Source: an optimization exercise on an open RTL-to-GDS flow (aim: small area, a short achievable clock period and few clock cycles per item). Production flows keep margins and buffers that such runs may drop.
Only simulation tests tie the RTL to the original design; equivalence was not proved.
Power and IR drop assume default switching activity.

== the reference run ==
==> flow/design.v <==
module cc_group_enc (
    input  wire        clk,
    input  wire        rst,
    input  wire        in_valid,
    output wire        in_ready,
    input  wire [15:0] in_res,
    input  wire        in_last,
    output wire        out_valid,
    input  wire        out_ready,
    output reg  [31:0] out_data,
    output reg  [5:0]  out_len,
    output reg         out_last
);
    localparam integer NR = 16;    
        localparam integer GQ = 4;     
    function automatic lt8(input [7:0] a, input [7:0] b);
        reg br;
        integer t;
        begin
            br = 1'b0;
            for (t = 0; t < 8; t = t + 1)
                br = (~a[t] & b[t]) | (~a[t] & br) | (b[t] & br);
            lt8 = br;
        end
    endfunction
    function automatic [7:0] add8s(input [7:0] a, input [4:0] b);
        reg c;
        integer t;
        begin
            c = 1'b0;
            for (t = 0; t < 8; t = t + 1) begin
                if (t < 5) begin
                    add8s[t] = a[t] ^ b[t] ^ c;
                    c = (a[t] & b[t]) | (c & (a[t] ^ b[t]));
                end else begin
                    add8s[t] = a[t] ^ c;
                    c = a[t] & c;
                end
            end
            add8s = add8s | {c, c, c, c, 3'd0, c};    
        end
    endfunction
    function automatic [4:0] addk(input [3:0] q, input [3:0] c);
        reg cy;
        integer t;
        begin
            cy = 1'b0;
            for (t = 0; t < 4; t = t + 1) begin
                addk[t] = q[t] ^ c[t] ^ cy;
                cy = (q[t] & c[t]) | (cy & (q[t] ^ c[t]));
            end
            addk[4] = cy;
        end
    endfunction
    function automatic [7:0] c15n(input [3:0] m);
        case (m)
            4'd0: c15n = 8'd15;
            4'd1: c15n = 8'd30;
            4'd2: c15n = 8'd45;
            4'd3: c15n = 8'd60;
            4'd4: c15n = 8'd75;
            4'd5: c15n = 8'd90;
            4'd6: c15n = 8'd105;
            4'd7: c15n = 8'd120;
            4'd8: c15n = 8'd135;
            4'd9: c15n = 8'd150;
            4'd10: c15n = 8'd165;
            4'd11: c15n = 8'd180;
            4'd12: c15n = 8'd195;
            4'd13: c15n = 8'd210;
            4'd14: c15n = 8'd225;
            4'd15: c15n = 8'd240;
        endcase
    endfunction
    reg        rdy_q;
    reg        iv;             
    wire       acc = in_valid & rdy_q;    
    wire       w;              
    reg [15:0] ires;
    reg        ilast;
    assign in_ready = rdy_q;
    always @(posedge clk) begin
        if (acc) begin
            ires  <= in_res;
            ilast <= in_last;
        end
        iv <= ~rst & (acc | (iv & ~w));
    end
    wire [15:0] u = ires[15] ? ~{ires[14:0], 1'b0} : {ires[14:0], 1'b0};
    reg [15:0] ring [0:NR-1];
    reg [3:0]  wr;             
    reg [3:0]  rd;             
    reg [4:0]  occ;            
    reg [7:0]  cost [0:14];
    reg [3:0]  gm;             
    reg        gfirst;         
    reg        fin;            
    wire [19:0] uext = {4'd0, u};
    reg  [4:0]  len_k [0:14];
    integer k;
    always @(*) begin
        for (k = 0; k < 15; k = k + 1) begin
            len_k[k] = addk(uext[k +: 4], k) | {5{(uext >> (k + 4)) != 20'd0}};
        end
    end
    always @(posedge clk) begin
        if (rst) begin
            gfirst <= 1'b1;
            fin    <= 1'b0;
        end else begin
            fin <= w & ilast;
            if (w) gfirst <= ilast;
        end
        for (k = 0; k < 15; k = k + 1)
            cost[k] <= add8s(gfirst ? 8'd0 : cost[k], w ? len_k[k] : 5'd0);
        gm <= (gfirst ? 4'hF : gm) + {3'd0, w};
        if (w) ring[wr] <= u;
    end
    reg [7:0] cc  [0:15];
    reg [7:0] lv1c [0:7];
    reg [3:0] lv1k [0:7];
    reg [7:0] lv2c [0:3];
    reg [3:0] lv2k [0:3];
    reg [7:0] lv3c [0:1];
    reg [3:0] lv3k [0:1];
    reg [3:0] kbest;
    integer gg;
    always @(*) begin
        for (gg = 0; gg < 15; gg = gg + 1) cc[gg] = cost[gg];
        cc[15] = c15n(gm);    
        for (gg = 0; gg < 8; gg = gg + 1) begin
            if (lt8(cc[2*gg+1], cc[2*gg])) begin lv1c[gg] = cc[2*gg+1]; lv1k[gg] = 2*gg+1; end
            else                           begin lv1c[gg] = cc[2*gg];   lv1k[gg] = 2*gg;   end
        end
        for (gg = 0; gg < 4; gg = gg + 1) begin
            if (lt8(lv1c[2*gg+1], lv1c[2*gg])) begin lv2c[gg] = lv1c[2*gg+1]; lv2k[gg] = lv1k[2*gg+1]; end
            else                               begin lv2c[gg] = lv1c[2*gg];   lv2k[gg] = lv1k[2*gg];   end
        end
        for (gg = 0; gg < 2; gg = gg + 1) begin
            if (lt8(lv2c[2*gg+1], lv2c[2*gg])) begin lv3c[gg] = lv2c[2*gg+1]; lv3k[gg] = lv2k[2*gg+1]; end
            else                               begin lv3c[gg] = lv2c[2*gg];   lv3k[gg] = lv2k[2*gg];   end
        end
        kbest = lt8(lv3c[1], lv3c[0]) ? lv3k[1] : lv3k[0];
    end
    reg [3:0] qk [0:3];
    reg [3:0] qn [0:3];
    reg [2:0] qh;              
    reg [2:0] qt;              
    wire [2:0] gq = qt - qh;   
    reg [1:0]  pc;             
    reg [15:0] pu;             
    reg [15:0] pb;             
    wire       pv = (pc != 2'd0);
    reg        ov;
    reg [3:0]  idx;            
    reg        first;          
    assign out_valid = ov;
    wire [3:0]  kh  = qk[qh[1:0]];
    wire [3:0]  nh  = qn[qh[1:0]];
    wire        k15 = (kh == 4'd15);
    wire [31:0] sr  = {pu, 16'd0} >> kh;            
    wire [15:0] hi  = sr[31:16];
    wire        esc = ~k15 & (|hi[15:4]);
    wire [3:0]  nq  = esc ? 4'd15 : k15 ? 4'd0 : hi[3:0];
    wire        zb  = esc | (k15 & hi[0]);
    wire [15:0] lf  = esc ? pu : sr[15:0];
    wire [47:0] rv  = {16'hFFFF, zb, lf, 15'd0};
    wire [31:0] rc  = rv[47:0] >> nq;
    wire [4:0]  qk1 = {1'b0, nq} + {1'b0, kh} + 5'd1;    
    wire        honly = first & esc;
    wire [31:0] beat = first ? {kh, rc[31:4]} : rc;
    wire [5:0]  blen = honly ? 6'd4 : esc ? 6'd32 : {1'b0, qk1} + (first ? 6'd4 : 6'd0);
    wire can    = pv & (gq != 3'd0);                
    wire send_a = can & ~honly;                     
    wire last_a = send_a & (idx == nh);             
    wire ld     = (occ != 5'd0) & (pc != 2'd2);
    assign w = iv & ((occ != NR) | ld);
    wire [15:0] rdat = ring[rd];
    wire adv   = ~ov | out_ready;
    wire emit  = adv & can;
    wire take  = adv & send_a;
    wire glast = adv & last_a;
    always @(posedge clk) begin
        if (emit) begin
            out_data <= beat;
            out_len  <= blen;
            out_last <= last_a;
        end
        if (take | (pc == 2'd0))
            pu <= (pc == 2'd2) ? pb : rdat;
        if (~take & (pc == 2'd1))
            pb <= rdat;
    end
    wire       ivk  = iv & ~w;                      
    wire [4:0] occ1 = occ + {4'd0, w} - {4'd0, ld};   
    wire [1:0] pc1s = pc + {1'b0, ld} - 2'd1;       
    wire [1:0] pc1k = pc + {1'b0, ld};              
    wire       rm1s = (occ1 != NR) | ((occ1 != 5'd0) & (pc1s != 2'd2));
    wire       rm1k = (occ1 != NR) | ((occ1 != 5'd0) & (pc1k != 2'd2));
    wire       rm1  = (adv & send_a) ? rm1s : rm1k;   
    wire       s_ok = acc ? rm1 : (~ivk | rm1);
    wire [3:0] gc   = {1'b0, gq} + {3'd0, fin} + {3'd0, iv & ilast};
    wire       g_a  = (gc + 4'd1 <= GQ);
    wire       g_b  = (gc + 4'd2 <= GQ);
    wire       tl   = acc & in_last;
    wire       rdy_n = s_ok & (tl ? g_b : g_a);
    always @(posedge clk) begin
        if (rst) begin
            rdy_q <= 1'b1;
            wr    <= 4'd0;
            rd    <= 4'd0;
            occ   <= 5'd0;
            qh    <= 3'd0;
            qt    <= 3'd0;
            pc    <= 2'd0;
            ov    <= 1'b0;
            idx   <= 4'd0;
            first <= 1'b1;
        end else begin
            rdy_q <= rdy_n;
            if (w) begin
                wr   <= wr + 4'd1;
            end
            if (ld) begin
                rd   <= rd + 4'd1;
            end
            pc <= pc + {1'b0, ld} - {1'b0, take};
            occ <= occ + {4'd0, w} - {4'd0, ld};
            if (fin) qt <= qt + 3'd1;
            if (glast) qh <= qh + 3'd1;
            if (adv) ov <= can;
            if (emit) first <= ~honly & last_a;
            if (take) idx <= last_a ? 4'd0 : idx + 4'd1;
        end
        if (fin) begin
            qk[qt[1:0]] <= kbest;
            qn[qt[1:0]] <= gm;
        end
    end
endmodule
clock: 32.0 ns
lec_check: 0
cap_margin: 20
core_margin: 2
core_utilization: 40
slew_margin: 20
standard.sh (not shown) runs the stock make flow with config.mk's settings and CLKGATE_MAP_FILE= SYNTH_SCRIPT=/design/flow/synth_recipe.tcl, a recipe that flattens the netlist after the stock synthesis.
==> flow/flow/run.sh <==
#!/bin/bash
# Layout flow: the standard ORFS steps, with the port buffers sized for
# speed, setup repair aimed below the clock period by SETUP_SLACK_MARGIN,
# and a clock tree built from larger sink clusters without dummy loads.
# Each step's full output goes to a log of its own in this folder.
set -e
export BUFFER_PORTS_ARGS="-buffer_cell sky130_fd_sc_hd__buf_4"
export SETUP_SLACK_MARGIN=25
export CTS_ARGS="-sink_clustering_enable -repair_clock_nets -dont_use_dummy_load -sink_clustering_size 24 -sink_clustering_max_diameter 110"
for step in synth floorplan place cts route finish; do
    bash standard.sh $step > $step.log 2>&1
done
Testbench counts of the reference run, summed over its fixed seeds: cycles 48,146, items 3,200.
Input-level comparison between the trial run and the reference run:
diff --git a/flow/flow/run.sh b/flow/flow/run.sh
--- a/flow/flow/run.sh
+++ b/flow/flow/run.sh
@@ -8 +8 @@
-export SETUP_SLACK_MARGIN=25
+export SETUP_SLACK_MARGIN=24.5
[summary]
The reference run: full flow OK, the timing, DRC and antenna checks passed
The trial run finished every stage and its layout cleared the timing, DRC and antenna checks.
The trial run against the reference run: first-pass GRT wire length shrank by about 0.37%, post-CTS clock slew at the launch and capture registers of the worst setup and hold paths held steady.
The reference run → the trial run: combinational fraction of design power fell 0.7 points, total via count in the routed design fell 84, buffering overhead fell 0.28 points, synthesized area about even.

## what the ideal ports hide
The results above use ideal ports. As a check the final layouts listed here were re-extracted and re-timed, cells and wires unchanged. Step 1 assumes that a clkbuf_16 drives the clock port and a buf_2 every other input. Step 2 moves the port delays by t, midway between the first and last clock arrival at a register: inputs arrive t later, outputs are due t later. That takes back most of the time a late clock gives input paths. a / b / c = ideal / step 1 / step 2; a / b = the first two.
| run | shift t [ns] | setup slack, ns | clock arrival spread, ns | worst slew at a driven data input, ns |
|---|---|---|---|---|
| the reference run | 0.637 | 24.439 / 24.383 / 24.141 | 0.081 / 0.081 | 0.04 |
| the trial run | 0.641 | 24.438 / 24.384 / 24.034 | 0.089 / 0.089 | 0.04 |
After both steps every run listed still meets setup and hold. For the trial run, which loses most, drivers alone change the setup slack by -0.054 ns; drivers and shift together by -0.404 ns.
